What follows belongs to an exercise in optimizing a design on an open flow for small area, a short achievable clock period and few clock cycles per item; a production flow would make more cautious choices.
Where RTL was checked, it was by simulation tests only, not by an equivalence proof against the original.
Function not checked in run 2: the RTL went through the layout flow alone.

## design.v

```verilog
module vrc_dec (
    input  wire        clk,
    input  wire        rst,
    input  wire        in_valid,
    output wire        in_ready,
    input  wire [31:0] in_data,
    input  wire [15:0] in_len,
    output reg         px_valid,
    output reg  [2:0]  px_count,
    output reg  [31:0] px_data,
    output reg         done,
    output reg  [2:0]  done_cause
);
    localparam S_HDR  = 3'd0,    
               S_DEC  = 3'd1,    
               S_RUN  = 3'd2,    
               S_END  = 3'd3,    
               S_FAIL = 3'd4;    
    reg  [2:0]  st;
    reg  [2:0]  cause;
    reg  [31:0] wreg;
    reg         wfull;
    reg  [13:0] wcnt;           
    reg  [15:0] blen;
    reg         blk_taken;      
    reg  [1:0]  w_hi;           
    reg         w_hdr, w_body, w_lastb;
    reg  [4:0]  w_trel;         
    reg         w_trl;
    wire [15:0] len_m1   = blen - 16'd1;
    wire [15:0] len_m9   = blen - 16'd9;
    wire [13:0] lastw    = len_m1[15:2];             
    wire [13:0] lastbw   = len_m9[15:2];             
    wire        hasbody  = (blen > 16'd24);
    wire [1:0]  nb_last  = len_m9[1:0];              
    wire [15:0] trel_in  = {wcnt, 2'b00} - blen + 16'd8;
    reg  [6:0]  avail;          
    wire        ring_free = !avail[6] && !(avail[5] && (avail[4:0] != 5'd0));
    wire        wgo      = wfull && (!w_body || ring_free || st == S_FAIL);
    assign in_ready = !blk_taken && (!wfull || wgo);
    wire        take     = in_valid && in_ready;
    wire        clr_ctx  = wgo && w_hdr && (w_hi == 2'd0);
    reg  [1:0]  mode;
    reg  [1:0]  pred_sel;
    reg         runoff;
    reg  [7:0]  fillv;
    reg  [5:0]  ppl;            
    reg  [6:0]  lines;          
    reg         hbad;
    wire [7:0]  wb0 = wreg[7:0];
    wire [7:0]  wb1 = wreg[15:8];
    wire [7:0]  wb2 = wreg[23:16];
    wire [7:0]  wb3 = wreg[31:24];
    wire [1:0]  h0_mode  = wb3[1:0];
    wire        h0_bad   = ({wb1, wb0} != 16'h5256) || (wb2 != 8'h01) || (wb3[7:6] != 2'b00) ||
                           (h0_mode == 2'd3) ||
                           ((h0_mode != 2'd0) && ((wb3[3:2] != 2'd0) || wb3[4]));
    wire [15:0] h1_ppl   = {wb1, wb0};
    wire        h1_bad   = (h1_ppl == 16'd0) || (h1_ppl > 16'd32) ||
                           (wb2 == 8'd0) || (wb2 > 8'd64) ||
                           ((mode != 2'd2) && (wb3 != 8'h00));
    wire        h3_bad   = (wb1 != 8'h00) || (wb2 != 8'h00) || (wb3 != 8'h00);
    reg  [31:0] pcrc;
    reg         tbad;
    reg  [31:0] slot0, slot1;
    reg         wslot;
    reg  [5:0]  ptr;
    reg         body_done;      
    wire [31:0] wstream = {wreg[7:0], wreg[15:8], wreg[23:16], wreg[31:24]};
    reg  [40:0] W;              
    reg  [4:0]  q;              
    integer u;
    always @(*) begin
        q = 5'd24;
        for (u = 23; u >= 0; u = u - 1)
            if (!W[40 - u]) q = u[4:0];
    end
    wire        q_esc   = (q == 5'd24);
    wire        marker  = q_esc && W[16];
    wire [40:0] Wq      = W << q;
    wire [6:0]  T7      = Wq[39:33];                    
    wire [7:0]  esc_pix = W[15:8];
    reg  [5:0]  x;
    reg  [6:0]  y;
    reg  [7:0]  na, nb, nc, nd;      
    reg  [7:0]  p0b;                 
    reg         ends_run;
    reg  [2:0]  kr;
    reg         resc;                
    reg         retry;               
    reg  [2:0]  k_hold;
    reg  [5:0]  run_left;
    reg  [31:0] crc;
    reg  [255:0] lbf;                
    wire [7:0]  lb0 = lbf[7:0];
    wire [7:0]  lb1 = lbf[15:8];
    wire        first_line = (y == 7'd0);
    wire [5:0]  ppl_x      = ppl - x;                   
    wire        x_last     = (ppl_x == 6'd1);
    wire [7:0] mx = (na > nb) ? na : nb;
    wire [7:0] mn = (na > nb) ? nb : na;
    wire [8:0] sum_ab = {1'b0, na} + {1'b0, nb};
    reg  [7:0] pred;
    always @(*) begin
        case (pred_sel)
            2'd0: begin
                if (nc >= mx)      pred = mn;
                else if (nc <= mn) pred = mx;
                else               pred = na + nb - nc;
            end
            2'd1: pred = na;
            2'd2: pred = nb;
            default: pred = sum_ab[8:1];
        endcase
    end
    reg  [8:0] s1;
    reg        g_db, g_bc;
    reg        s1_bad;               
    wire [8:0] s_ca = {1'b0, nc} - {1'b0, na};
    wire [8:0] t_ca = {1'b0, na} - {1'b0, nc};
    wire [7:0] d_ca = s_ca[8] ? t_ca[7:0] : s_ca[7:0];
    wire       g_ca = t_ca[8];
    wire [9:0] s1p1 = {1'b0, s1} + 10'd1;
    wire [9:0] act_p = s1p1 + {2'b00, nc} - {2'b00, na};
    wire [9:0] act_n = s1p1 + {2'b00, na} - {2'b00, nc};
    function [2:0] qfun;
        input [9:0] v;
        begin
            if (v[9:7] != 3'd0) qfun = 3'd7;
            else if (v[6])      qfun = 3'd6;
            else if (v[5])      qfun = 3'd5;
            else if (v[4])      qfun = 3'd4;
            else if (v[3])      qfun = 3'd3;
            else if (v[2])      qfun = 3'd2;
            else if (v[1])      qfun = 3'd1;
            else                qfun = 3'd0;
        end
    endfunction
    wire [2:0] qa_p = qfun(act_p);
    wire [2:0] qa_n = qfun(act_n);
    wire [2:0] qa   = s_ca[8] ? qa_n : qa_p;
    wire [5:0] ctx = {qa, g_db, g_bc, g_ca};
    wire run_mode = !runoff && !ends_run && (na == nb) && (nb == nc) && (nc == nd);
    function [2:0] kfun;
        input [13:0] A;
        input [5:0]  N;
        integer t;
        begin
            kfun = 3'd7;
            for (t = 6; t >= 0; t = t - 1)
                if (({8'd0, N} << t) >= A) kfun = t[2:0];
        end
    endfunction
    reg         wb_v;
    reg  [5:0]  wb_ctx;
    reg  [7:0]  wb_m;
    reg  [13:0] wb_A;                
    reg  [5:0]  wb_N;
    wire [13:0] wb_sum  = wb_A + {6'd0, wb_m};
    wire        wb_half = (wb_N == 6'd63);
    wire [13:0] new_A   = wb_half ? {1'b0, wb_sum[13:1]} : wb_sum;
    wire [5:0]  new_N   = wb_half ? 6'd32 : wb_N + 6'd1;
    wire [2:0]  new_k   = wb_half ? kfun({1'b0, wb_sum[13:1]}, 6'd32) : kfun(wb_sum, wb_N + 6'd1);
    function used_ctx;
        input integer i;
        used_ctx = !((i >= 1 && i <= 7) || i == 15);
    endfunction
    wire [22:0] cwr = clr_ctx ? {14'd4, 6'd1, 3'd2} : {new_A, new_N, new_k};
    wire [64*4-1:0]  kflat;          
    wire [64*20-1:0] aflat;          
    genvar gi;
    generate
        for (gi = 0; gi < 64; gi = gi + 1) begin : ctxs
            if (used_ctx(gi)) begin : u
                reg [2:0]  k;
                reg [19:0] an;
                always @(posedge clk) begin
                    if (clr_ctx || (wb_v && wb_ctx == gi)) begin
                        an <= cwr[22:3];
                        k  <= cwr[2:0];
                    end
                end
                assign kflat[gi*4 +: 4]   = {1'b1, k};
                assign aflat[gi*20 +: 20] = an;
            end else begin : n
                assign kflat[gi*4 +: 4]   = 4'd0;
                assign aflat[gi*20 +: 20] = 20'd0;
            end
        end
    endgenerate
    function [19:0] anent;
        input integer i;
        begin
            if (i >= 1 && i <= 7)  anent = aflat[0 +: 20];
            else if (i == 15)      anent = aflat[14*20 +: 20];
            else                   anent = aflat[i*20 +: 20];
        end
    endfunction
    wire [19:0] anm0_0 = ctx[2] ? anent(4) : anent(0);
    wire [19:0] anm0_1 = ctx[2] ? anent(5) : anent(1);
    wire [19:0] anm0_2 = ctx[2] ? anent(6) : anent(2);
    wire [19:0] anm0_3 = ctx[2] ? anent(7) : anent(3);
    wire [19:0] anm0_8 = ctx[2] ? anent(12) : anent(8);
    wire [19:0] anm0_9 = ctx[2] ? anent(13) : anent(9);
    wire [19:0] anm0_10 = ctx[2] ? anent(14) : anent(10);
    wire [19:0] anm0_11 = ctx[2] ? anent(15) : anent(11);
    wire [19:0] anm0_16 = ctx[2] ? anent(20) : anent(16);
    wire [19:0] anm0_17 = ctx[2] ? anent(21) : anent(17);
    wire [19:0] anm0_18 = ctx[2] ? anent(22) : anent(18);
    wire [19:0] anm0_19 = ctx[2] ? anent(23) : anent(19);
    wire [19:0] anm0_24 = ctx[2] ? anent(28) : anent(24);
    wire [19:0] anm0_25 = ctx[2] ? anent(29) : anent(25);
    wire [19:0] anm0_26 = ctx[2] ? anent(30) : anent(26);
    wire [19:0] anm0_27 = ctx[2] ? anent(31) : anent(27);
    wire [19:0] anm0_32 = ctx[2] ? anent(36) : anent(32);
    wire [19:0] anm0_33 = ctx[2] ? anent(37) : anent(33);
    wire [19:0] anm0_34 = ctx[2] ? anent(38) : anent(34);
    wire [19:0] anm0_35 = ctx[2] ? anent(39) : anent(35);
    wire [19:0] anm0_40 = ctx[2] ? anent(44) : anent(40);
    wire [19:0] anm0_41 = ctx[2] ? anent(45) : anent(41);
    wire [19:0] anm0_42 = ctx[2] ? anent(46) : anent(42);
    wire [19:0] anm0_43 = ctx[2] ? anent(47) : anent(43);
    wire [19:0] anm0_48 = ctx[2] ? anent(52) : anent(48);
    wire [19:0] anm0_49 = ctx[2] ? anent(53) : anent(49);
    wire [19:0] anm0_50 = ctx[2] ? anent(54) : anent(50);
    wire [19:0] anm0_51 = ctx[2] ? anent(55) : anent(51);
    wire [19:0] anm0_56 = ctx[2] ? anent(60) : anent(56);
    wire [19:0] anm0_57 = ctx[2] ? anent(61) : anent(57);
    wire [19:0] anm0_58 = ctx[2] ? anent(62) : anent(58);
    wire [19:0] anm0_59 = ctx[2] ? anent(63) : anent(59);
    wire [19:0] anm1_0 = ctx[1] ? anm0_2 : anm0_0;
    wire [19:0] anm1_1 = ctx[1] ? anm0_3 : anm0_1;
    wire [19:0] anm1_8 = ctx[1] ? anm0_10 : anm0_8;
    wire [19:0] anm1_9 = ctx[1] ? anm0_11 : anm0_9;
    wire [19:0] anm1_16 = ctx[1] ? anm0_18 : anm0_16;
    wire [19:0] anm1_17 = ctx[1] ? anm0_19 : anm0_17;
    wire [19:0] anm1_24 = ctx[1] ? anm0_26 : anm0_24;
    wire [19:0] anm1_25 = ctx[1] ? anm0_27 : anm0_25;
    wire [19:0] anm1_32 = ctx[1] ? anm0_34 : anm0_32;
    wire [19:0] anm1_33 = ctx[1] ? anm0_35 : anm0_33;
    wire [19:0] anm1_40 = ctx[1] ? anm0_42 : anm0_40;
    wire [19:0] anm1_41 = ctx[1] ? anm0_43 : anm0_41;
    wire [19:0] anm1_48 = ctx[1] ? anm0_50 : anm0_48;
    wire [19:0] anm1_49 = ctx[1] ? anm0_51 : anm0_49;
    wire [19:0] anm1_56 = ctx[1] ? anm0_58 : anm0_56;
    wire [19:0] anm1_57 = ctx[1] ? anm0_59 : anm0_57;
    wire [19:0] anm2_0 = ctx[0] ? anm1_1 : anm1_0;
    wire [19:0] anm2_8 = ctx[0] ? anm1_9 : anm1_8;
    wire [19:0] anm2_16 = ctx[0] ? anm1_17 : anm1_16;
    wire [19:0] anm2_24 = ctx[0] ? anm1_25 : anm1_24;
    wire [19:0] anm2_32 = ctx[0] ? anm1_33 : anm1_32;
    wire [19:0] anm2_40 = ctx[0] ? anm1_41 : anm1_40;
    wire [19:0] anm2_48 = ctx[0] ? anm1_49 : anm1_48;
    wire [19:0] anm2_56 = ctx[0] ? anm1_57 : anm1_56;
    wire [19:0] anm3_0 = ctx[3] ? anm2_8 : anm2_0;
    wire [19:0] anm3_16 = ctx[3] ? anm2_24 : anm2_16;
    wire [19:0] anm3_32 = ctx[3] ? anm2_40 : anm2_32;
    wire [19:0] anm3_48 = ctx[3] ? anm2_56 : anm2_48;
    wire [19:0] anm4_0 = ctx[4] ? anm3_16 : anm3_0;
    wire [19:0] anm4_32 = ctx[4] ? anm3_48 : anm3_32;
    wire [19:0] anm5_0 = ctx[5] ? anm4_32 : anm4_0;
    wire [19:0] an_rd = anm5_0;
    function [3:0] ent;
        input integer i;
        begin
            if (i >= 1 && i <= 7)  ent = kflat[0 +: 4];
            else if (i == 15)      ent = kflat[14*4 +: 4];
            else                   ent = kflat[i*4 +: 4];
        end
    endfunction
    wire [3:0] km0_0 = ctx[2] ? ent(4) : ent(0);
    wire [3:0] km0_1 = ctx[2] ? ent(5) : ent(1);
    wire [3:0] km0_2 = ctx[2] ? ent(6) : ent(2);
    wire [3:0] km0_3 = ctx[2] ? ent(7) : ent(3);
    wire [3:0] km0_8 = ctx[2] ? ent(12) : ent(8);
    wire [3:0] km0_9 = ctx[2] ? ent(13) : ent(9);
    wire [3:0] km0_10 = ctx[2] ? ent(14) : ent(10);
    wire [3:0] km0_11 = ctx[2] ? ent(15) : ent(11);
    wire [3:0] km0_16 = ctx[2] ? ent(20) : ent(16);
    wire [3:0] km0_17 = ctx[2] ? ent(21) : ent(17);
    wire [3:0] km0_18 = ctx[2] ? ent(22) : ent(18);
    wire [3:0] km0_19 = ctx[2] ? ent(23) : ent(19);
    wire [3:0] km0_24 = ctx[2] ? ent(28) : ent(24);
    wire [3:0] km0_25 = ctx[2] ? ent(29) : ent(25);
    wire [3:0] km0_26 = ctx[2] ? ent(30) : ent(26);
    wire [3:0] km0_27 = ctx[2] ? ent(31) : ent(27);
    wire [3:0] km0_32 = ctx[2] ? ent(36) : ent(32);
    wire [3:0] km0_33 = ctx[2] ? ent(37) : ent(33);
    wire [3:0] km0_34 = ctx[2] ? ent(38) : ent(34);
    wire [3:0] km0_35 = ctx[2] ? ent(39) : ent(35);
    wire [3:0] km0_40 = ctx[2] ? ent(44) : ent(40);
    wire [3:0] km0_41 = ctx[2] ? ent(45) : ent(41);
    wire [3:0] km0_42 = ctx[2] ? ent(46) : ent(42);
    wire [3:0] km0_43 = ctx[2] ? ent(47) : ent(43);
    wire [3:0] km0_48 = ctx[2] ? ent(52) : ent(48);
    wire [3:0] km0_49 = ctx[2] ? ent(53) : ent(49);
    wire [3:0] km0_50 = ctx[2] ? ent(54) : ent(50);
    wire [3:0] km0_51 = ctx[2] ? ent(55) : ent(51);
    wire [3:0] km0_56 = ctx[2] ? ent(60) : ent(56);
    wire [3:0] km0_57 = ctx[2] ? ent(61) : ent(57);
    wire [3:0] km0_58 = ctx[2] ? ent(62) : ent(58);
    wire [3:0] km0_59 = ctx[2] ? ent(63) : ent(59);
    wire [3:0] km1_0 = ctx[1] ? km0_2 : km0_0;
    wire [3:0] km1_1 = ctx[1] ? km0_3 : km0_1;
    wire [3:0] km1_8 = ctx[1] ? km0_10 : km0_8;
    wire [3:0] km1_9 = ctx[1] ? km0_11 : km0_9;
    wire [3:0] km1_16 = ctx[1] ? km0_18 : km0_16;
    wire [3:0] km1_17 = ctx[1] ? km0_19 : km0_17;
    wire [3:0] km1_24 = ctx[1] ? km0_26 : km0_24;
    wire [3:0] km1_25 = ctx[1] ? km0_27 : km0_25;
    wire [3:0] km1_32 = ctx[1] ? km0_34 : km0_32;
    wire [3:0] km1_33 = ctx[1] ? km0_35 : km0_33;
    wire [3:0] km1_40 = ctx[1] ? km0_42 : km0_40;
    wire [3:0] km1_41 = ctx[1] ? km0_43 : km0_41;
    wire [3:0] km1_48 = ctx[1] ? km0_50 : km0_48;
    wire [3:0] km1_49 = ctx[1] ? km0_51 : km0_49;
    wire [3:0] km1_56 = ctx[1] ? km0_58 : km0_56;
    wire [3:0] km1_57 = ctx[1] ? km0_59 : km0_57;
    wire [3:0] km2_0 = ctx[0] ? km1_1 : km1_0;
    wire [3:0] km2_8 = ctx[0] ? km1_9 : km1_8;
    wire [3:0] km2_16 = ctx[0] ? km1_17 : km1_16;
    wire [3:0] km2_24 = ctx[0] ? km1_25 : km1_24;
    wire [3:0] km2_32 = ctx[0] ? km1_33 : km1_32;
    wire [3:0] km2_40 = ctx[0] ? km1_41 : km1_40;
    wire [3:0] km2_48 = ctx[0] ? km1_49 : km1_48;
    wire [3:0] km2_56 = ctx[0] ? km1_57 : km1_56;
    wire [3:0] km3_0 = ctx[3] ? km2_8 : km2_0;
    wire [3:0] km3_16 = ctx[3] ? km2_24 : km2_16;
    wire [3:0] km3_32 = ctx[3] ? km2_40 : km2_32;
    wire [3:0] km3_48 = ctx[3] ? km2_56 : km2_48;
    wire [3:0] km4_0 = ctx[4] ? km3_16 : km3_0;
    wire [3:0] km4_32 = ctx[4] ? km3_48 : km3_32;
    wire [3:0] km5_0 = ctx[5] ? km4_32 : km4_0;
    wire [3:0] crd = km5_0;
    wire        hit   = wb_v && (wb_ctx == ctx);
    wire [2:0]  k_eff = hit ? new_k : crd[2:0];
    wire [13:0] A_eff = hit ? new_A : an_rd[19:6];
    wire [5:0]  N_eff = hit ? new_N : an_rd[5:0];
    reg  [7:0] m_k   [0:7];
    reg  [7:0] pix_k [0:7];
    reg        ovf_k [0:7];
    reg  [7:0] e_t;
    reg  [15:0] mf;
    integer kk;
    always @(*) begin
        for (kk = 0; kk < 8; kk = kk + 1) begin
            mf = ({11'd0, q} << kk) | ({9'd0, T7} >> (7 - kk));
            m_k[kk]   = mf[7:0];
            ovf_k[kk] = (mf > 16'd255);
            e_t       = mf[0] ? ~({1'b0, mf[7:1]}) : {1'b0, mf[7:1]};
            pix_k[kk] = pred + e_t;
        end
    end
    wire [7:0] e_esc  = esc_pix - pred;
    wire [7:0] m_esc  = e_esc[7] ? ~(e_esc << 1) : (e_esc << 1);
    wire [7:0] koh = 8'd1 << k_eff;
    reg  [7:0] pix_sel, m_sel;
    integer si;
    always @(*) begin
        pix_sel = 8'd0;
        m_sel   = 8'd0;
        for (si = 0; si < 8; si = si + 1) begin
            pix_sel = pix_sel | (pix_k[si] & {8{koh[si]}});
            m_sel   = m_sel   | (m_k[si]   & {8{koh[si]}});
        end
    end
    wire [7:0] reg_pix = q_esc ? esc_pix : pix_sel;
    wire [7:0] reg_m   = q_esc ? m_esc : m_sel;
    wire [6:0] reg_len = q_esc ? 7'd33 : {2'b00, q} + 7'd1 + {4'd0, k_eff};
    wire       reg_ovf = !q_esc && ovf_k[k_eff];
    wire        resc_pre = q_esc && !resc;
    wire [15:0] r_len   = resc ? W[40:25] : (({11'd0, q} << kr) | ({9'd0, T7} >> (3'd7 - kr)));
    wire [6:0]  run_len = resc ? 7'd16 : resc_pre ? 7'd25 : {2'b00, q} + 7'd1 + {4'd0, kr};
    wire        run_bad = (r_len > {10'd0, ppl_x});
    wire [5:0]  r6      = r_len[5:0];
    wire [2:0]  run_s   = (r6 >= 6'd4) ? 3'd4 : r6[2:0];
    wire [2:0]  chunk4  = (ppl_x >= 6'd4) ? 3'd4 : ppl_x[2:0];
    wire [2:0]  left_s  = (run_left >= 6'd4) ? 3'd4 : run_left[2:0];
    wire [6:0]  raw_len = {1'b0, chunk4, 3'b000};
    wire is_vrc  = (mode == 2'd0);
    wire is_raw  = (mode == 2'd1);
    wire is_fill = (mode == 2'd2);
    wire in_dec  = (st == S_DEC) && !s1_bad;
    wire in_run  = (st == S_RUN);
    wire        do_run  = in_dec && is_vrc && run_mode;
    wire        do_reg  = in_dec && is_vrc && !run_mode;
    wire        esc_fit  = (avail >= 7'd33);
    wire        fast_fit = q_esc ? esc_fit : ({2'b00, q} + 7'd8 <= avail);
    wire        slow_fit = q_esc ? esc_fit : ({2'b00, q} + 7'd1 + {4'd0, k_hold} <= avail);
    wire        reg_fit  = retry ? slow_fit : fast_fit;
    wire        reg_mv   = do_reg && reg_fit && !marker;
    wire        reg_fail = do_reg && ((marker && esc_fit) || (reg_fit && reg_ovf) ||
                                      (retry && !slow_fit && body_done));
    wire        run_fit  = (run_len <= avail);
    wire        pre_ok   = do_run && resc_pre && run_fit && !marker;
    wire        run_ok   = do_run && !resc_pre && run_fit;
    wire        run_fail = do_run && (run_fit ? (resc_pre ? marker : run_bad) : body_done);
    wire        raw_fit  = (raw_len <= avail);
    wire        raw_ok   = in_dec && is_raw && raw_fit;
    wire        raw_fail = in_dec && is_raw && !raw_fit && body_done;
    wire        fill_ok  = in_dec && is_fill;
    wire        dec_fail = reg_fail || run_fail || raw_fail;
    wire        le_run  = (r6 == ppl_x) && (r6 <= 6'd4);
    wire        le_left = (run_left <= 6'd4) && (run_left == ppl_x);
    wire        le_blk  = (ppl_x <= 6'd4);
    wire        run_mv  = (run_ok && run_s != 3'd0) || in_run;
    wire [2:0]  rs      = in_run ? left_s : run_s;       
    wire        blk_mv  = raw_ok || fill_ok;
    reg  [2:0]  s;             
    always @(*) begin
        if (run_mv)       s = rs;
        else if (blk_mv)  s = chunk4;
        else              s = {2'b00, reg_mv};
    end
    wire        moved    = reg_mv || run_mv || blk_mv;
    wire [5:0]  x_p1 = x + 6'd1, x_p2 = x + 6'd2, x_p3 = x + 6'd3, x_p4 = x + 6'd4;
    wire [5:0]  x_adv = (x_p1 & {6{s == 3'd1}}) | (x_p2 & {6{s == 3'd2}}) |
                        (x_p3 & {6{s == 3'd3}}) | (x_p4 & {6{s == 3'd4}});
    wire        line_end = reg_mv ? x_last : in_run ? le_left : run_ok ? le_run : le_blk;
    wire        last_line = (y + 7'd1 == {1'b0, lines});
    wire        resc_go = do_run && resc && run_fit;
    wire        runq_go = do_run && !resc && run_fit;           
    reg  [5:0]  a1;
    always @(*) begin
        if (resc_go)                 a1 = 6'd16;
        else if (runq_go)            a1 = {1'b0, q} + 6'd1;
        else if (reg_mv)             a1 = q_esc ? 6'd33 : {1'b0, q} + 6'd1;
        else if (raw_ok)             a1 = {chunk4, 3'b000};
        else                         a1 = 6'd0;
    end
    wire [2:0]  kx = (reg_mv && !q_esc) ? k_eff : (runq_go && !q_esc) ? kr : 3'd0;
    wire [4:0]  pb      = x[4:0] + 5'd2;
    reg  [7:0]  bd [0:3];
    reg  [4:0]  bp;
    integer bj;
    always @(*) begin
        for (bj = 0; bj < 4; bj = bj + 1) begin
            bp     = pb + ((bj[1:0] - pb[1:0]) & 2'd3);
            case (bp[4:2])
                3'd0: bd[bj] = lbf[8*(0*4) + 8*bj +: 8];
                3'd1: bd[bj] = lbf[8*(1*4) + 8*bj +: 8];
                3'd2: bd[bj] = lbf[8*(2*4) + 8*bj +: 8];
                3'd3: bd[bj] = lbf[8*(3*4) + 8*bj +: 8];
                3'd4: bd[bj] = lbf[8*(4*4) + 8*bj +: 8];
                3'd5: bd[bj] = lbf[8*(5*4) + 8*bj +: 8];
                3'd6: bd[bj] = lbf[8*(6*4) + 8*bj +: 8];
                default: bd[bj] = lbf[8*(7*4) + 8*bj +: 8];
            endcase
        end
    end
    wire [1:0]  pr      = pb[1:0];
    wire [7:0]  p2      = bd[pr];
    wire [7:0]  p3      = bd[pr + 2'd1];
    wire [7:0]  p4      = bd[pr + 2'd2];
    wire [7:0]  p5      = bd[pr + 2'd3];
    wire [2:0]  step    = reg_mv ? 3'd1 : rs;              
    reg  [7:0]  rd_c, rd_b, rd_d;
    always @(*) begin
        case (step)
            3'd1:    begin rd_c = nb; rd_b = nd; rd_d = p2; end
            3'd2:    begin rd_c = nd; rd_b = p2; rd_d = p3; end
            3'd3:    begin rd_c = p2; rd_b = p3; rd_d = p4; end
            default: begin rd_c = p3; rd_b = p4; rd_d = p5; end
        endcase
    end
    wire        rd_clip = ({1'b0, ppl_x} <= {1'b0, step} + 4'd1);
    wire [7:0]  wval    = do_reg ? reg_pix : na;           
    wire [31:0] xoh = 32'd1 << x[4:0];
    wire [31:0] wen = (do_reg ? xoh : 32'd0) |
                      (run_mv ? ((rs >= 3'd1 ? xoh : 32'd0) | (rs >= 3'd2 ? xoh << 1 : 32'd0) |
                                 (rs >= 3'd3 ? xoh << 2 : 32'd0) | (rs >= 3'd4 ? xoh << 3 : 32'd0))
                              : 32'd0);
    function [31:0] crc_byte;
        input [31:0] c;
        input [7:0]  dd;
        integer j;
        reg [31:0] v;
        begin
            v = c ^ {24'd0, dd};
            for (j = 0; j < 8; j = j + 1)
                v = v[0] ? ((v >> 1) ^ 32'hEDB88320) : (v >> 1);
            crc_byte = v;
        end
    endfunction
    wire [31:0] crc1 = crc_byte(crc,  px_data[7:0]);
    wire [31:0] crc2 = crc_byte(crc1, px_data[15:8]);
    wire [31:0] crc3 = crc_byte(crc2, px_data[23:16]);
    wire [31:0] crc4 = crc_byte(crc3, px_data[31:24]);
    wire [7:0]  pad_mask = ~(8'hFF >> avail[2:0]);
    wire        pad_bad  = (avail >= 7'd8) || ((W[40:33] & pad_mask) != 8'd0);
    wire        ld_go   = wgo && w_body;
    wire [6:0]  ld      = !ld_go ? 7'd0 : w_lastb ? {2'b00, nb_last, 3'b000} + 7'd8 : 7'd32;
    wire [31:0] slot0_n = (ld_go && !wslot) ? wstream : slot0;
    wire [31:0] slot1_n = (ld_go &&  wslot) ? wstream : slot1;
    wire [63:0] ring_n  = {slot0_n, slot1_n};
    wire [5:0]  rot1    = clr_ctx ? 6'd0 : ptr + a1;
    wire [127:0] rr     = {ring_n, ring_n} << rot1;
    wire [47:0] R1      = rr[127:80];
    wire [6:0]  av_base = avail + ld - {1'b0, a1};
    wire [7:0]  kxoh = 8'd1 << kx;
    reg  [6:0]  av_nx;
    reg  [5:0]  pt_nx;
    reg  [40:0] W_nx;
    reg  [6:0]  av_t;
    reg  [5:0]  pt_t;
    integer xk;
    always @(*) begin
        av_nx = 7'd0;
        pt_nx = 6'd0;
        W_nx  = 41'd0;
        for (xk = 0; xk < 8; xk = xk + 1) begin
            av_t  = av_base - xk[6:0];
            pt_t  = rot1 + xk[5:0];
            av_nx = av_nx | (av_t & {7{kxoh[xk]}});
            pt_nx = pt_nx | (pt_t & {6{kxoh[xk]}});
            W_nx  = W_nx  | (R1[47 - xk -: 41] & {41{kxoh[xk]}});
        end
    end
    function [8:0] adif;             
        input [7:0] u, v;
        reg [8:0] p, n;
        begin
            p = {1'b0, u} - {1'b0, v};
            n = {1'b0, v} - {1'b0, u};
            adif = p[8] ? {1'b0, n[7:0]} : {(p[7:0] != 8'd0), p[7:0]};
        end
    endfunction
    wire [8:0] e_db = adif(nd, nb);      
    wire [8:0] e_2d = adif(p2, nd);
    wire [8:0] e_32 = adif(p3, p2);
    wire [8:0] e_43 = adif(p4, p3);
    wire [8:0] e_54 = adif(p5, p4);
    function [10:0] s1of;
        input [8:0] ddb, dbc;        
        input       clip;
        begin
            if (clip) s1of = {1'b0, dbc[8], 1'b0, dbc[7:0]};
            else      s1of = {ddb[8], dbc[8], {1'b0, ddb[7:0]} + {1'b0, dbc[7:0]}};
        end
    endfunction
    wire [10:0] nx1 = s1of(e_2d, e_db, ppl_x <= 6'd2);
    wire [10:0] nx2 = s1of(e_32, e_2d, ppl_x <= 6'd3);
    wire [10:0] nx3 = s1of(e_43, e_32, ppl_x <= 6'd4);
    wire [10:0] nx4 = s1of(e_54, e_43, ppl_x <= 6'd5);
    reg  [10:0] nxs;
    always @(*) begin
        case (step)
            3'd1:    nxs = nx1;
            3'd2:    nxs = nx2;
            3'd3:    nxs = nx3;
            default: nxs = nx4;
        endcase
    end
    wire [7:0]  le_b  = (x == 6'd0) ? na : lb0;
    wire [7:0]  le_d  = (ppl == 6'd1) ? le_b : ((x <= 6'd1) ? na : lb1);
    wire [10:0] nxle  = s1of(adif(le_d, le_b), adif(le_b, p0b), 1'b0);
    wire [10:0] nxreg = s1of(adif(nd, nb), adif(nb, nc), 1'b0);
    integer i, li;
    reg [4:0] tp;
    always @(posedge clk) begin
        for (li = 0; li < 32; li = li + 1)
            if (wen[li]) lbf[8*li +: 8] <= wval;
        wb_v   <= reg_mv && !rst;
        wb_ctx <= ctx;
        wb_m   <= reg_m;
        wb_A   <= A_eff;
        wb_N   <= N_eff;
        k_hold <= k_eff;
        W      <= W_nx;
        px_count <= s;
        if (is_raw)
            px_data <= {W[16:9], W[24:17], W[32:25], W[40:33]};
        else if (is_fill)
            px_data <= {4{fillv}};
        else
            px_data <= {{3{na}}, wval};
        if (px_valid) begin
            case (px_count)
                3'd1:    crc <= crc1;
                3'd2:    crc <= crc2;
                3'd3:    crc <= crc3;
                default: crc <= crc4;
            endcase
        end
        if (rst) begin
            wfull     <= 1'b0;
            wcnt      <= 14'd0;
            blk_taken <= 1'b0;
            st        <= S_HDR;
            px_valid  <= 1'b0;
            done      <= 1'b0;
            done_cause <= 3'd0;
        end else begin
            px_valid <= moved;
            done     <= 1'b0;
            if (wgo) wfull <= 1'b0;
            if (take) begin
                wreg    <= in_data;
                wfull   <= 1'b1;
                wcnt    <= wcnt + 14'd1;
                w_hi    <= wcnt[1:0];
                w_hdr   <= (wcnt < 14'd4);
                w_body  <= (wcnt >= 14'd4) && hasbody && (wcnt <= lastbw);
                w_lastb <= (wcnt >= 14'd4) && hasbody && (wcnt == lastbw);
                w_trel  <= trel_in[4:0];
                w_trl   <= (wcnt >= 14'd4) && (trel_in + 16'd3 < 16'd11);
                if (wcnt == 14'd0) blen <= in_len;
                if (wcnt != 14'd0 && wcnt == lastw) blk_taken <= 1'b1;
            end
            if (wgo && w_hdr) begin
                case (w_hi)
                    2'd0: begin
                        mode      <= h0_mode;
                        pred_sel  <= wb3[3:2];
                        runoff    <= wb3[4];
                        hbad      <= h0_bad;
                        wslot     <= 1'b0;
                        body_done <= 1'b0;
                        tbad      <= 1'b0;
                    end
                    2'd1: begin
                        ppl   <= wb0[5:0];
                        lines <= wb2[6:0];
                        fillv <= wb3;
                        if (h1_bad) hbad <= 1'b1;
                    end
                    default: ;
                endcase
            end
            if (wgo && w_trl) begin
                for (i = 0; i < 4; i = i + 1) begin
                    tp = w_trel + i;
                    if (!tp[4] && !tp[3]) begin
                        case (tp[2:0])
                            3'd0: if (wreg[8*i +: 8] != {1'b0, lines}) tbad <= 1'b1;
                            3'd1: if (wreg[8*i +: 8] != 8'h00) tbad <= 1'b1;
                            3'd2: if (wreg[8*i +: 8] != 8'h00) tbad <= 1'b1;
                            3'd3: if (wreg[8*i +: 8] != 8'hC3) tbad <= 1'b1;
                            default: pcrc[8*(tp[1:0]) +: 8] <= wreg[8*i +: 8];
                        endcase
                    end
                end
            end
            if (wgo && w_body) begin
                if (wslot) slot1 <= wstream; else slot0 <= wstream;
                wslot <= ~wslot;
                if (w_lastb) body_done <= 1'b1;
            end
            if (clr_ctx) begin
                avail <= 7'd0;
                ptr   <= 6'd0;
            end else begin
                avail <= av_nx;
                ptr   <= pt_nx;
            end
            if (do_reg) retry <= !reg_mv;
            if (moved) begin
                x <= line_end ? 6'd0 : x_adv;
                if (run_mv) run_left <= (in_run ? run_left : r6) - {3'd0, rs};
                if (line_end) begin
                    y        <= y + 7'd1;
                    ends_run <= 1'b0;
                    nb  <= (x == 6'd0) ? wval : lb0;
                    na  <= (x == 6'd0) ? wval : lb0;
                    nd  <= (ppl == 6'd1) ? ((x == 6'd0) ? wval : lb0) :
                           ((x <= 6'd1) ? wval : lb1);
                    nc  <= p0b;
                    p0b <= (x == 6'd0) ? wval : lb0;
                end else begin
                    if (reg_mv) na <= reg_pix;
                    if (!first_line) begin
                        nc <= rd_c;
                        nb <= rd_b;
                        nd <= rd_clip ? rd_b : rd_d;
                    end
                end
            end
            if (s1_bad) begin
                {g_db, g_bc, s1} <= nxreg;
                s1_bad <= 1'b0;
            end else if (moved) begin
                if (line_end) begin
                    {g_db, g_bc, s1} <= nxle;
                    if (reg_mv && x <= 6'd1) s1_bad <= 1'b1;
                end else if (!first_line) begin
                    {g_db, g_bc, s1} <= nxs;
                end
            end
            if (reg_mv) ends_run <= 1'b0;
            if (pre_ok) resc <= 1'b1;
            if (run_ok) begin
                resc <= 1'b0;
                if ({2'b00, r6} >= ({5'd0, 3'd2} << kr))
                    kr <= (kr == 3'd7) ? 3'd7 : kr + 3'd1;
                else if (kr != 3'd0 && {2'b00, r6} < (8'd1 << (kr - 3'd1)))
                    kr <= kr - 3'd1;
                if (!line_end) ends_run <= 1'b1;
            end
            case (st)
                S_HDR: begin
                    if (wgo && w_hdr && w_hi == 2'd3) begin
                        x        <= 6'd0;
                        y        <= 7'd0;
                        na       <= 8'd0;
                        nb       <= 8'd0;
                        nc       <= 8'd0;
                        nd       <= 8'd0;
                        p0b      <= 8'd0;
                        ends_run <= 1'b0;
                        resc     <= 1'b0;
                        retry    <= 1'b0;
                        s1       <= 9'd0;
                        g_db     <= 1'b0;
                        g_bc     <= 1'b0;
                        s1_bad   <= 1'b0;
                        kr       <= 3'd3;
                        crc      <= 32'hFFFFFFFF;
                        if (hbad || h3_bad) begin
                            st <= S_FAIL; cause <= 3'd1;
                        end else if (mode == 2'd2 && hasbody) begin
                            st <= S_FAIL; cause <= 3'd2;
                        end else begin
                            st <= S_DEC;
                            if (!hasbody) body_done <= 1'b1;
                        end
                    end
                end
                S_DEC: begin
                    if (dec_fail) begin
                        st <= S_FAIL; cause <= 3'd2;
                    end else if (line_end && moved && last_line) begin
                        st <= S_END;
                    end else if (run_ok && r6 > 6'd4) begin
                        st <= S_RUN;
                    end
                end
                S_RUN: begin
                    if (line_end && last_line) st <= S_END;
                    else if (run_left <= 6'd4) st <= S_DEC;
                end
                S_END: begin
                    if (pad_bad) begin
                        st <= S_FAIL; cause <= 3'd2;
                    end else if (body_done && blk_taken && !wfull && !px_valid) begin
                        done <= 1'b1;
                        if (tbad)              done_cause <= 3'd3;
                        else if (~crc != pcrc) done_cause <= 3'd4;
                        else                   done_cause <= 3'd0;
                        st        <= S_HDR;
                        wcnt      <= 14'd0;
                        blk_taken <= 1'b0;
                    end
                end
                default: begin    
                    if (blk_taken && !wfull) begin
                        done       <= 1'b1;
                        done_cause <= cause;
                        st         <= S_HDR;
                        wcnt       <= 14'd0;
                        blk_taken  <= 1'b0;
                    end
                end
            endcase
        end
    end
endmodule
```

## flow/run.sh

```bash
#!/bin/bash
# The standard layout, with its timing repair aimed at a setup margin: the clock
# period and constraints stay the design's; repair_timing is asked to leave
# this much slack, so it keeps improving paths the 22 ns clock alone would not
# make it touch. The full make output goes to standard.log; ORFS keeps each
# step's own log under orfs/logs.
set -euo pipefail
bash standard.sh SETUP_SLACK_MARGIN=14 finish > standard.log 2>&1
```

## standard.sh

```bash
#!/bin/bash
# synth_recipe.tcl (not shown) runs the flow's synth.tcl, then flattens the netlist and writes it again
# the make line also repeats each setting of config.mk as NAME=value (left out here)
make -C /OpenROAD-flow-scripts/flow DESIGN_CONFIG=/design/flow/config.mk WORK_HOME=/design/flow/orfs CLKGATE_MAP_FILE= SYNTH_SCRIPT=/design/flow/synth_recipe.tcl "${@:-finish}"
```

## config.mk

```make
export PLATFORM = sky130hd
export DESIGN_NAME = vrc_dec
export DESIGN_NICKNAME = vrc_dec
export VERILOG_FILES = /design/flow/design.v
export SDC_FILE = /design/flow/constraint.sdc
export NUM_CORES = 4
export LEC_CHECK = 0
export CAP_MARGIN = 27
export CELL_PAD_IN_SITES_DETAIL_PLACEMENT = 1
export CELL_PAD_IN_SITES_GLOBAL_PLACEMENT = 2
export CORE_MARGIN = 2
export CORE_UTILIZATION = 40
export PLACE_DENSITY = 0.55
export SLEW_MARGIN = 27
export SYNTH_MEMORY_MAX_BITS = 65536
```

## constraint.sdc

```tcl
create_clock -name core_clock -period 22.0 [get_ports {clk}]
set_input_delay 4.4000 -clock core_clock [delete_from_list [all_inputs] [get_ports {clk}]]
set_output_delay 4.4000 -clock core_clock [all_outputs]
set_load 0.01 [all_outputs]
```

==> key figures, run 1 <==
Outcome
  – Outcome: timing/DRC/antenna clean

Global route
  – Largest net degree at the start of global routing: 83
  – Gr usage total: between 30% and 40%
  – Initial antenna violation count: 20
  – Total gr overflow: 0
  – Vias in the first global route: 89514
  – First-pass GRT wire length: 662 mm

Setup path
  – CP max FO: 27
  – Worst path bufs/invs: 4
  – Crit path launch type: flop
  – Crit path DAT: 8.57 ns
  – Crit path required time: 22.75 ns
  – Slowest CP cell: o311ai_4
  – Top delay family on crit path: compound AO/OA/AOI/OAI gates
  – Slowest stage delay, CP: about 0.62 ns
  – Crit path kind: reg -> reg
  – Crit end category: flop
  – Crit path top cell by count: buf_16

Placed design
  – Routability cong.: 0.928
  – Port bufs: 91
  – HPWL after DPL: 318 mm

Clock tree
  – TritonCTS sink count: 1988
  – CTS Buf Count: 224
  – H-tree levels: 4
  – CTS root buffer: clkbuf_16
  – CTS tree: built
  – Hold buffer count at CTS: 0
  – CTS clock-pin slew for the worst setup and hold paths: 0.06 ns
  – Max clock buf depth: 4
  – Clock latency on the worst-skew pair: 0.95 ns

Detailed routing
  – Routed WL per cell: 32.4 um
  – Vias per inst: slightly above 6
  – Drc violations: 0
  – Final WL: 465 mm
  – Pre-antenna DRT Iters: 17
  – DR iter-0 viols: 7841
  – Antenna-violating nets left: 0
  – Detailed-route via count: 87623

Timing
  – Minimum clock period: 7.82 ns
  – Clock Skew: around 0.12 ns
  – Part of the cycle the worst path needs: 35.5%
  – F_max: 128 MHz
  – Slew Limit Fails: 0
  – Slew @ Worst Pin: ~1.1 ns
  – Final setup TNS: 0 ns
  – RSZ-0062 raised after global routing: true
  – Hold WS: 0.509 ns
  – Relative slew margins: 23.4%
  – Final setup violation count: 0
  – Endpoints failing hold: 0

Yosys
  – Cell variety after synth: 109
  – Async SR Flop Fraction: 0%
  – Synth top area cells: edfxtp_1 (46%), mux4_2 (6.1%), ha_1 (5.8%)
  – Flops & latches, synth: 1988
  – EDFF count, synth: 1821
  – Synth Instances: 9962
  – Mapped Nets: 10627
  – Synth Flop Type: edfxtp_1
  – Register area share after synthesis: between 40% and 50%
  – Cell Area, Synth: 118000 um^2
  – Dominant cell type by area after synthesis: edfxtp_1
  – Synth top area share: 46.3%
  – Syn Area/Cell: 11.8 um^2
  – Yosys warnings: 5

Final layout
  – Area Growth Syn to Fin: 17.1%
  – Final nets: 10934
  – Share of cells above drive strength 1: between 10% and 20%

Floorplanning
  – Row count: 199
  – Die area: ~300000 um^2
  – Die X: 547 um
  – I/O pin total: 92
  – Initial Utilization: 40.2%
  – Core area: 294000 um^2
  – DIE HEIGHT: about 550 um

Job
  – Max-cap violations: 0

Worst hold path
  – Worst min path class: reg -> reg
## worst reg2reg max path: stages (launching register included)
cell,delay (ns)
edfxtp_1,0.54
ha_2,0.28
nand3_1,0.19
nor2_2,0.20
xor2_2,0.23
fa_1,0.50
ha_1,0.29
or4_1,0.55
nor2_1,0.11
a221oi_1,0.09
xor2_1,0.32
and3_4,0.28
a32o_4,0.26
buf_16,0.25
buf_16,0.22
mux2_2,0.50
a22oi_2,0.27
a31oi_4,0.18
a21oi_4,0.32
buf_12,0.25
o211ai_1,0.16
a31o_2,0.31
o311ai_4,0.62
buf_4,0.25
nor4b_4,0.05
or3_1,0.33
o32ai_1,0.11
## final cells by class
type	count	area, um^2
antenna	6	15.0
multi-input combinational	7010	59800
tap	3919	4900
clock buffer	287	6060
fill	30244	156000
inverter	376	1510
timing repair buffer	668	6450
timing repair inverter	1	8.76
clock inverter	128	1370
sequential	1988	58100
## metrics by stage
step | std cells | util, % | setup slack, ns | cell area [um^2]
floorplan | 9962 | - | 14.00 | 118000
detailed placement | 13713 | 42.6 | 10.76 | 125000
finish | 14383 | 47.0 | 14.18 | 138000
global placement | 13708 | 42.5 | 10.80 | 125000
global route | 14378 | 47.0 | 13.91 | 138000
CTS | 14226 | 45.9 | 13.99 | 135000
## cells by family after synthesis
| family | Yosys count | share of synthesized area, % |
|---|---|---|
| XOR/XNOR | 771 | 6.55 |
| buffers and inverters | 969 | 3.16 |
| adder cells (fa/ha/maj) | 614 | 6.92 |
| AO/OA/AOI/OAI | 2375 | 13.5 |
| flip-flops | 1988 | 49.2 |
| AND/OR/NAND/NOR | 2245 | 8.71 |
| multiplexers | 999 | 12.0 |
| other | 1 | 0.00318 |
## synthesized netlist by cell type (108+ instances only)
library cell	n
o211ai_1	110
a21o_1	159
o21ai_0	449
dfxtp_1	167
nor2_1	566
edfxtp_1	1821
ha_1	549
xnor2_1	454
nand2_1	876
a21oi_1	525
mux4_2	321
a211oi_1	125
nor3_1	108
nand3_1	145
clkbuf_1	445
inv_1	355
xor2_1	238
mux2i_1	579
## placed cells by master, fill, tap and decap left out, types with 235 or more instances in the layout
| master | count |
|---|---|
| xnor2_1 | 433 |
| buf_4 | 475 |
| xor2_1 | 235 |
| mux2i_1 | 507 |
| inv_1 | 324 |
| nand2_1 | 856 |
| nor2_1 | 522 |
| mux4_2 | 322 |
| o21ai_0 | 359 |
| clkbuf_16 | 240 |
| ha_1 | 515 |
| edfxtp_1 | 1821 |
| a21oi_1 | 447 |
## per-layer routing
layer,GRT usage [%],routed length (um),up-vias
li1,-,-,38487
met1,42.4,206000,45695
met2,48.5,214000,2759
met3,4.54,29900,676
met4,8.85,15800,6
met5,0,26,-
## registers in the layout, summed over array words and instances, names as in the netlist, 38 cells and up
signal / flops
ctxs.u.k: 168
lbf: 256
ctxs.u.an: 1120
W: 38
## worst paths after layout
kind | depth (start not counted) | endpoint | slack [ns] | from
setup / recovery | 26 | st[0] | 14.18 | s1[0]
setup reg to reg | 26 | st[0] | 14.18 | s1[0]
hold reg to reg | 2 | done_cause[1] | 0.51 | done_cause[1]
hold / removal | 2 | done_cause[1] | 0.51 | done_cause[1]
## what timing repair did
| action | CTS | global route |
|---|---|---|
| gates cloned | 13 | 15 |
| gates resized for setup | 366 | 377 |
| setup endpoints to repair | 642 | 297 |
| pin swaps | 39 | 138 |
| buffers inserted | 85 | 132 |
Testbench counts, summed over its fixed seeds: cycles 208,470, pixels 318,010.
==> run 2, diff against run 1 <==
--- a/design.v
+++ b/design.v
@@ -160,7 +160,7 @@
     wire        wb_half = (wb_N == 6'd63);
     wire [13:0] new_A   = wb_half ? {1'b0, wb_sum[13:1]} : wb_sum;
     wire [5:0]  new_N   = wb_half ? 6'd32 : wb_N + 6'd1;
-    wire [2:0]  new_k   = wb_half ? kfun({1'b0, wb_sum[13:1]}, 6'd32) : kfun(wb_sum, wb_N + 6'd1);
+    wire [2:0]  new_k   = kfun(new_A, new_N);
     function used_ctx;
         input integer i;
         used_ctx = !((i >= 1 && i <= 7) || i == 15);
--- a/config.mk
+++ b/config.mk
@@ -5,11 +5,11 @@
 export SDC_FILE = /design/flow/constraint.sdc
 export NUM_CORES = 4
 export LEC_CHECK = 0
-export CAP_MARGIN = 27
+export CAP_MARGIN = 35
 export CELL_PAD_IN_SITES_DETAIL_PLACEMENT = 1
 export CELL_PAD_IN_SITES_GLOBAL_PLACEMENT = 2
 export CORE_MARGIN = 2
 export CORE_UTILIZATION = 40
 export PLACE_DENSITY = 0.55
-export SLEW_MARGIN = 27
+export SLEW_MARGIN = 35
 export SYNTH_MEMORY_MAX_BITS = 65536
==> run 2 against run 1 <==
Final cell count grew 2.3%. First-iteration DRC count grew 15%. Count of clock-buffer cells in the layout shrank 6. Critical path depth grew 12. Non-clock buffer count grew 73. Worst hold slack lost 0.037 ns. Sequential share of layout area shrank 0.35 points. Largest cell class unchanged.
==> key figures, run 2 <==
Yosys
  – Mapped Nets: 10894 (was 10627)
  – Most frequent cells after synthesis: edfxtp_1 (1821), nand2_1 (922), a21oi_1 (628) (was edfxtp_1 (1821), nand2_1 (876), mux2i_1 (579))
  – Yosys warnings: 5 (unchanged)
  – EDFF count, synth: 1821 (unchanged)
  – Synth top area cells: edfxtp_1 (46%), mux4_2 (6.2%), ha_1 (5.8%) (was edfxtp_1 (46%), mux4_2 (6.1%), ha_1 (5.8%))
  – Synth Instances: 10233 (was 9962)
  – Cell Area, Synth: 118000 um^2 (about the same)
  – Cell variety after synth: 99 (was 109)
  – Async SR Flop Fraction: 0% (unchanged)
  – Register area share after synthesis: 49.0% (was 49.2%)
  – Flops & latches, synth: 1985 (was 1988)
  – Synth Flop Type: edfxtp_1 (unchanged)
  – Dominant cell type by area after synthesis: edfxtp_1 (unchanged)
  – Syn Area/Cell: 11.6 um^2 (was 11.8 um^2)
  – Top-count cell post-synth: edfxtp_1 (unchanged)
  – Synth top area share: 46.3% (about the same)

Placed design
  – Post-placement cell area: 125000 um^2 (about the same)
  – Port bufs: 91 (unchanged)
  – Routability cong.: 0.931 (was 0.928)
  – Pre-CTS setup slack: 10.91 ns (was 10.76 ns)
  – HPWL after DPL: 331 mm (was 318 mm)

Timing
  – Final setup violation count: 0 (unchanged)
  – Clock Skew: 0.136 ns (was 0.116 ns)
  – Slew @ Worst Pin: 1.05 ns (was 1.15 ns)
  – RSZ-0062 raised after global routing: true (unchanged)
  – Endpoints failing hold: 0 (unchanged)
  – Relative slew margins: 29.0% (was 23.4%)
  – Minimum clock period: 7.95 ns (was 7.82 ns)
  – Final worst-path setup slack: 14.05 ns (was 14.18 ns)
  – F_max: 126 MHz (was 128 MHz)
  – Hold WS: 0.472 ns (was 0.509 ns)
  – Part of the cycle the worst path needs: 36.2% (was 35.5%)
  – Final setup TNS: 0 ns (unchanged)
  – Slew Limit Fails: 0 (unchanged)

Clock tree
  – CTS clock-pin slew for the worst setup and hold paths: 0.06 ns (about the same)
  – CTS tree: built (unchanged)
  – CTS root buffer: clkbuf_16 (unchanged)
  – Max clock buf depth: 4 (unchanged)
  – H-tree levels: 4 (unchanged)
  – CTS Buf Count: 224 (unchanged)
  – Clock latency on the worst-skew pair: 0.96 ns (was 0.95 ns)
  – TritonCTS sink count: 1985 (was 1988)

Final layout
  – Share of cells above drive strength 1: 19.4% (was 19.7%)
  – Area Growth Syn to Fin: 17.8% (was 17.1%)
  – Final nets: 11251 (was 10934)
  – Final Instance Area: 139000 um^2 (was 138000 um^2)
  – Max reg flops: 1120 (unchanged)
  – Top Registers: ctxs.u.an: 1120 flops, lbf: 256 flops, ctxs.u.k: 168 flops (unchanged)
  – Most flop-heavy register: ctxs.u.an (unchanged)
  – Fillcell total: 30389 (was 30244)
  – Area of the multi-input gates: 60300 um^2 (was 59800 um^2)
  – Commonest cells after routing, fill and taps aside: edfxtp_1 (1821), nand2_1 (892), a21oi_1 (538) (was edfxtp_1 (1821), nand2_1 (856), nor2_1 (522))
  – Reg area: 58000 um^2 (was 58100 um^2)
  – Commonest non-fill, non-tap cell in the layout: edfxtp_1 (unchanged)

Setup path
  – Crit end category: flop (unchanged)
  – Crit path launch type: flop (unchanged)
  – Slowest stage delay, CP: 0.45 ns (was 0.62 ns)
  – FF-to-FF setup slack: 14.05 ns (was 14.18 ns)
  – Crit path kind: reg -> reg (unchanged)
  – Slowest CP cell: edfxtp_1 (was o311ai_4)
  – Crit path DAT: 8.50 ns (was 8.57 ns)
  – CP max FO: 8 (was 27)
  – Crit path required time: 22.55 ns (was 22.75 ns)

Floorplanning
  – I/O pin total: 92 (unchanged)
  – DIE HEIGHT: 548 um (was 547 um)
  – Die area: 300000 um^2 (was 299000 um^2)
  – Die X: 548 um (was 547 um)
  – Core area: 294000 um^2 (about the same)
  – Initial Utilization: 40.2% (about the same)
  – Row count: 199 (unchanged)

Global route
  – First-pass GRT wire length: 684 mm (was 662 mm)
  – Initial antenna violation count: 28 (was 20)
  – Largest net degree at the start of global routing: 124 (was 83)
  – Gr usage total: 31.2% (was 30.2%)
  – Vias in the first global route: 91913 (was 89514)
  – Total gr overflow: 0 (unchanged)

Detailed routing
  – Vias per inst: 6.20 (was 6.09)
  – Pre-antenna DRT Iters: 6 (was 17)
  – Final WL: 483 mm (was 465 mm)
  – Routed WL per cell: 32.9 um (was 32.4 um)
  – Detailed-route via count: 91147 (was 87623)
  – Antenna-violating nets left: 0 (unchanged)
  – Drc violations: 0 (unchanged)
  – DR iter-0 viols: 8981 (was 7841)

Outcome
  – Outcome: timing/DRC/antenna clean (unchanged)

Worst hold path
  – Worst min path class: reg -> reg (unchanged)

Job
  – Max-cap violations: 0 (unchanged)
[run 2: cell types whose count changed after synthesis, moves of 46 or more]
cell | before | now
a211oi_1 | 125 | 72
a21oi_1 | 525 | 628
mux2_2 | 98 | 50
nand2_1 | 876 | 922
nand3_1 | 145 | 273
o21ai_0 | 449 | 503
xnor2_1 | 454 | 523
xor2_1 | 238 | 176
[run 2: final timing paths]
check	startpoint	to	cells past startpoint
hold / removal	done_cause[2]	done_cause[2]	2
setup / recovery	x[1]	s1[6]	38
hold reg to reg	done_cause[2]	done_cause[2]	2
setup reg to reg	x[1]	s1[6]	38
[run 2: final cells by class]
| class | count | share of cell area [%] |
|---|---|---|
| Antenna cell | 11 | 0.0198 |
| Clock buffer | 281 | 4.30 |
| Inverter | 398 | 1.14 |
| Sequential cell | 1985 | 41.7 |
| Multi-Input combinational cell | 7240 | 43.3 |
| Tap cell | 3919 | 3.52 |
| Timing Repair Buffer | 741 | 5.07 |
| Clock inverter | 134 | 0.962 |
[run 2: cells by family (layout without fill, tap and decap cells)]
logic type | Yosys count | count (layout) | share of synthesized area (%)
compound gates | 2454 | 2459 | 13.7
simple gates | 2448 | 2453 | 9.43
flops | 1985 | 1985 | 49.0
buf+inv | 1019 | 1554 | 3.29
mux | 965 | 966 | 11.6
xor+xnor | 751 | 751 | 6.07
fa+ha+maj | 610 | 610 | 6.87
other cells | 1 | 12 | 0.00317
[run 2: critical path, delay by kind of cell (launching register included)]
family	cells	cell delay, ns
buffers and inverters	7	1.29
XOR/XNOR	3	0.46
flip-flops	1	0.45
AO/OA/AOI/OAI	22	3.53
multiplexers	3	0.80
adder cells (fa/ha/maj)	3	1.12
[run 2: repair_timing]
item                       4_1_cts  5_1_grt
setup endpoints to repair      646      378
resized for setup              464      334
setup buffers                  145      130
hold buffers                     0        0
pin swaps                       63      173
cloned                          16       19
[run 2: stage by stage]
stage	instances	util, %
after detailed placement	13969	42.6
after global routing	14699	47.3
after global placement	13964	42.5
after CTS	14545	46.3
final	14709	47.3
after floorplan	10233	-
[run 2: per-layer routing]
metal	vias up	part of all wire [%]	GRT usage, %
li1	39614	-	-
met1	47654	44	44.5
met2	3225	46	49.1
met3	654	6.6	4.41
met4	0	3.5	9.77
met5	-	0	0

[re-timing with driven ports]
Ports are ideal in the flow. The routed layouts listed here were re-timed in OpenROAD. Step 1 assumes that a clkbuf_16 drives the clock port and a buf_2 every other input. Step 2 also shifts input and output timing later by t, the mid clock arrival at the registers, as if the neighbouring blocks saw the same clock. a / b / c = ideal / step 1 / step 2; a / b = the first two.
run	shift t [ns]	setup slack, ns	clock arrival spread, ns	slew at the worst register clock pin (ns)
run 1	1.001	14.181 / 14.125 / 14.181	0.121 / 0.120	0.07 / 0.07
run 2	0.993	14.046 / 14.019 / 14.046	0.142 / 0.143	0.08 / 0.08
After both steps setup and hold are still met in every run listed.
